This design comes from an exercise in tuning for small area, a short achievable clock period and few clock cycles per item on the open sky130 flow, not from production work.
Only simulation tests tie the RTL to the original design; equivalence was not proved.
Power and IR drop assume default switching activity.

==> flow/design.v (excerpt) <==
module lvl_select (
    input             clk,
    input             rst,
    output            ready,
    input             rpt_valid,
    input      [21:0] rpt_vcode,
    input             rpt_ins,
    input      [9:0]  rpt_idx,
    input      [15:0] cfg_hold,
    input             start,
    input             start_dir,
    input      [10:0] start_nreq,
    input      [10:0] start_h,
    input      [15:0] start_frac,
    input             start_fmt1,
    output reg        done,
    output reg [31:0] t_out,
    output reg        trim_v,
    output reg [9:0]  trim_out,
    output reg [15:0] frac_out,
    output     [10:0] n_out,
    output     [5:0]  k_out,
    output reg        surplus,
    output reg        short_flag
);
    localparam [21:0] KMAX = 22'h3F_FFFE;
    function [1:0] cmp22;
        input [21:0] a;
        input [21:0] b;
        integer i;
        reg l, e;
        begin
            l = 1'b0;
            e = 1'b1;
            for (i = 21; i >= 0; i = i - 1) begin
                l = l | (e & ~a[i] & b[i]);
                e = e & ~(a[i] ^ b[i]);
            end
            cmp22 = {l, e};
        end
    endfunction
    function lt10;
        input [9:0] a;
        input [9:0] b;
        integer i;
        reg l, e;
        begin
            l = 1'b0;
            e = 1'b1;
            for (i = 9; i >= 0; i = i - 1) begin
                l = l | (e & ~a[i] & b[i]);
                e = e & ~(a[i] ^ b[i]);
            end
            lt10 = l;
        end
    endfunction
    reg        rdy, rdy_o;
    assign ready = rdy_o;
    wire acc_rep = rpt_valid & rdy;
    wire acc_st  = start & rdy;
    reg [4:0]  wcnt;                   
    reg        p0_rv;
    reg [3:0]  p0_w;
    reg [21:0] p0_v;
    reg        p0_ins;
    reg        p0_hnz;
    reg [9:0]  p0_idx;
    always @(posedge clk) begin
        p0_v   <= rpt_vcode;
        p0_ins <= rpt_ins;
        p0_idx <= rpt_idx;
        p0_hnz <= |cfg_hold;
        p0_w   <= wcnt[3:0];
  ...
clock: 18.0 ns
lec_check: 0
cap_margin: 20
core_margin: 2
core_utilization: 75
cts_cluster_diameter: 60
cts_cluster_size: 30
slew_margin: 20
standard.sh (not shown) runs the stock make flow with config.mk's settings and CLKGATE_MAP_FILE= SYNTH_SCRIPT=/design/flow/synth_recipe.tcl, a recipe that flattens the netlist after the stock synthesis.
==> flow/flow/run.sh <==
#!/bin/bash
set -euo pipefail
bash standard.sh "BUFFER_PORTS_ARGS=-buffer_cell sky130_fd_sc_hd__buf_4" finish > run_make.log 2>&1
The baseline produced a clean layout.
Testbench counts at the start, summed over its fixed seeds: cycles 17,464, decisions 1,200.
==> next run, changes <==
==> flow/run.sh (new file) <==
#!/bin/bash
# synth_recipe.tcl (not shown) runs the flow's synth.tcl, then flattens the netlist and writes it again
# the make line also repeats each setting of config.mk as NAME=value (left out here)
make -C /OpenROAD-flow-scripts/flow DESIGN_CONFIG=/design/flow/config.mk WORK_HOME=/design/flow/orfs CLKGATE_MAP_FILE= SYNTH_SCRIPT=/design/flow/synth_recipe.tcl finish
Settings changed: CORE_UTILIZATION 75 to 30, CTS_CLUSTER_DIAMETER 60 to default, CTS_CLUSTER_SIZE 30 to default.
removed: flow/flow/run.sh
removed: flow/standard.sh
Register-to-register slack is worse by 40 ps.
Fmax shrinks by a few percent.
Core utilization goes down by 48 points.
Synthesized cell count is unchanged.
Total power went up by a little under a tenth.
==> next run, changes <==
==> flow/flow/run.sh (new file) <==
#!/bin/bash
set -euo pipefail
bash standard.sh "BUFFER_PORTS_ARGS=-buffer_cell sky130_fd_sc_hd__buf_4" finish > run_make.log 2>&1
==> flow/standard.sh (new file) <==
#!/bin/bash
# synth_recipe.tcl (not shown) runs the flow's synth.tcl, then flattens the netlist and writes it again
# the make line also repeats each setting of config.mk as NAME=value (left out here)
make -C /OpenROAD-flow-scripts/flow DESIGN_CONFIG=/design/flow/config.mk WORK_HOME=/design/flow/orfs CLKGATE_MAP_FILE= SYNTH_SCRIPT=/design/flow/synth_recipe.tcl "${@:-finish}"
Settings changed: CORE_UTILIZATION 30 to 75.
removed: flow/run.sh
Effect: The changed run ran to the end with no violations; wire length goes down by a few percent; final area is lower by a few percent; power barely changes; core utilization climbs by 49 points; fmax rose by a few percent; clock skew came out lower by 10 ps; die area drops by well over a third; combinational power stays flat; critical path depth rises by 10; via count rose by a few percent; setup slack is better by 310 ps.


lvl_select, a different RTL version from the one above (not shown whole).
Size: about 5200 cells after synthesis, about 1100 flip-flops, ~170 I/O pins, roughly 58000 µm² of cells after synthesis.
export LEC_CHECK = 0
export CAP_MARGIN = 20
export CORE_MARGIN = 2
export CORE_UTILIZATION = 75
export CTS_CLUSTER_DIAMETER = 60
export CTS_CLUSTER_SIZE = 30
export SLEW_MARGIN = 20
create_clock -name core_clock -period 18.0 [get_ports {clk}]
==> flow/flow/run.sh <==
#!/bin/bash
set -euo pipefail
bash standard.sh "BUFFER_PORTS_ARGS=-buffer_cell sky130_fd_sc_hd__buf_4" \
    "SETUP_SLACK_MARGIN=13.25" finish > run_make.log 2>&1
Testbench counts at the start, summed over its fixed seeds: cycles 17,464, decisions 1,200.
Change:
==> flow/flow/run.sh (replaced) <==
#!/bin/bash
set -euo pipefail
bash standard.sh "BUFFER_PORTS_ARGS=-buffer_cell sky130_fd_sc_hd__buf_4" \
    "SETUP_SLACK_MARGIN=13" finish > run_make.log 2>&1
Outcome: Maximum frequency hardly moves; wire length went down by 0.95%; cell area is lower by 0.45%; power barely changes; count of clock-buffer cells in the layout is unchanged; global-route usage falls by 0.24 points.
Change:
==> flow/flow/run.sh (replaced) <==
#!/bin/bash
set -euo pipefail
bash standard.sh "BUFFER_PORTS_ARGS=-buffer_cell sky130_fd_sc_hd__buf_4" finish > run_make.log 2>&1
Total power stays the same; global-route usage stays the same; non-clock buffer count is unchanged; wire length does not change; final area is unchanged.


Setup of lane 4:
Another version of the RTL of lvl_select (not shown whole).
Size: about 5100 cells after synthesis, ~1100 flip-flops, ~170 I/O pins.
Settings: LEC_CHECK=0, CAP_MARGIN=20, CORE_MARGIN=2, CORE_UTILIZATION=75, CTS_CLUSTER_DIAMETER=60, CTS_CLUSTER_SIZE=30, SLEW_MARGIN=20; clock period 18.0 ns.
==> flow/flow/run.sh <==
#!/bin/bash
set -euo pipefail
bash standard.sh "BUFFER_PORTS_ARGS=-buffer_cell sky130_fd_sc_hd__buf_4" \
    "SETUP_SLACK_MARGIN=13.1" finish > run_make.log 2>&1
Lane 4 went all the way through the flow, and no timing, DRC or antenna check failed.
Testbench counts of lane 4, summed over its fixed seeds: cycles 17,464, decisions 1,200.
Here is what was changed in the inputs of lane 3 compared with lane 4.
==> flow/flow/run.sh <==
#!/bin/bash
set -euo pipefail
bash standard.sh "BUFFER_PORTS_ARGS=-buffer_cell sky130_fd_sc_hd__buf_4" finish > run_make.log 2>&1
==> run summary <==
Taking lane 4 as the reference, in lane 3 sequential share of layout area has remained practically unchanged; worst setup slack after layout fell by 520 ps; area growth from synthesis to final layout roughly the same. As far as post-CTS clock slew at the launch and capture registers of the worst setup and hold paths is concerned, lane 3 and lane 4 perform about the same.

-- static timing again, ports no longer ideal --
No port has a modelled driver above. Below, the same layouts with a new extraction and two added sets of constraints. Step 1 assumes that a clkbuf_16 drives the clock port and a buf_2 every other input. Step 2, shift: input delay + t, output delay - t, t = (earliest + latest rising clock arrival at the registers) / 2. This alone moves slack from input paths to output paths. Three values: ideal ports, drivers, drivers and shift; two values: the first two.
run | shift t [ns] | setup WS [ns] | worst hold slack (ns) | slew at the worst register clock pin (ns)
the first run of note 1 | 0.746 | 12.893 / 12.893 / 12.661 | 0.329 / 0.329 / 0.329 | 0.11 / 0.11
the second run of note 1 | 0.882 | 12.532 / 12.450 / 12.591 | 0.321 / 0.321 / 0.321 | 0.07 / 0.07
the third run of note 1 | 0.777 | 12.845 / 12.845 / 12.503 | 0.325 / 0.325 / 0.325 | 0.07 / 0.07
the first run of note 2 | 0.736 | 13.118 / 13.048 / 12.950 | 0.322 / 0.322 / 0.322 | 0.11 / 0.11
the second run of note 2 | 0.736 | 13.115 / 13.043 / 12.952 | 0.320 / 0.320 / 0.320 | 0.11 / 0.11
the third run of note 2 | 0.736 | 13.115 / 13.043 / 12.952 | 0.320 / 0.320 / 0.320 | 0.11 / 0.11
lane 4 | 0.736 | 13.061 / 13.061 / 12.988 | 0.320 / 0.320 / 0.320 | 0.11 / 0.11
lane 3 | 0.735 | 12.541 / 12.541 / 12.541 | 0.321 / 0.321 / 0.321 | 0.11 / 0.11
After both steps every run listed still meets setup and hold. For the third run of note 1, which loses most, drivers alone change the setup slack by 0.000 ns; drivers and shift together by -0.342 ns.
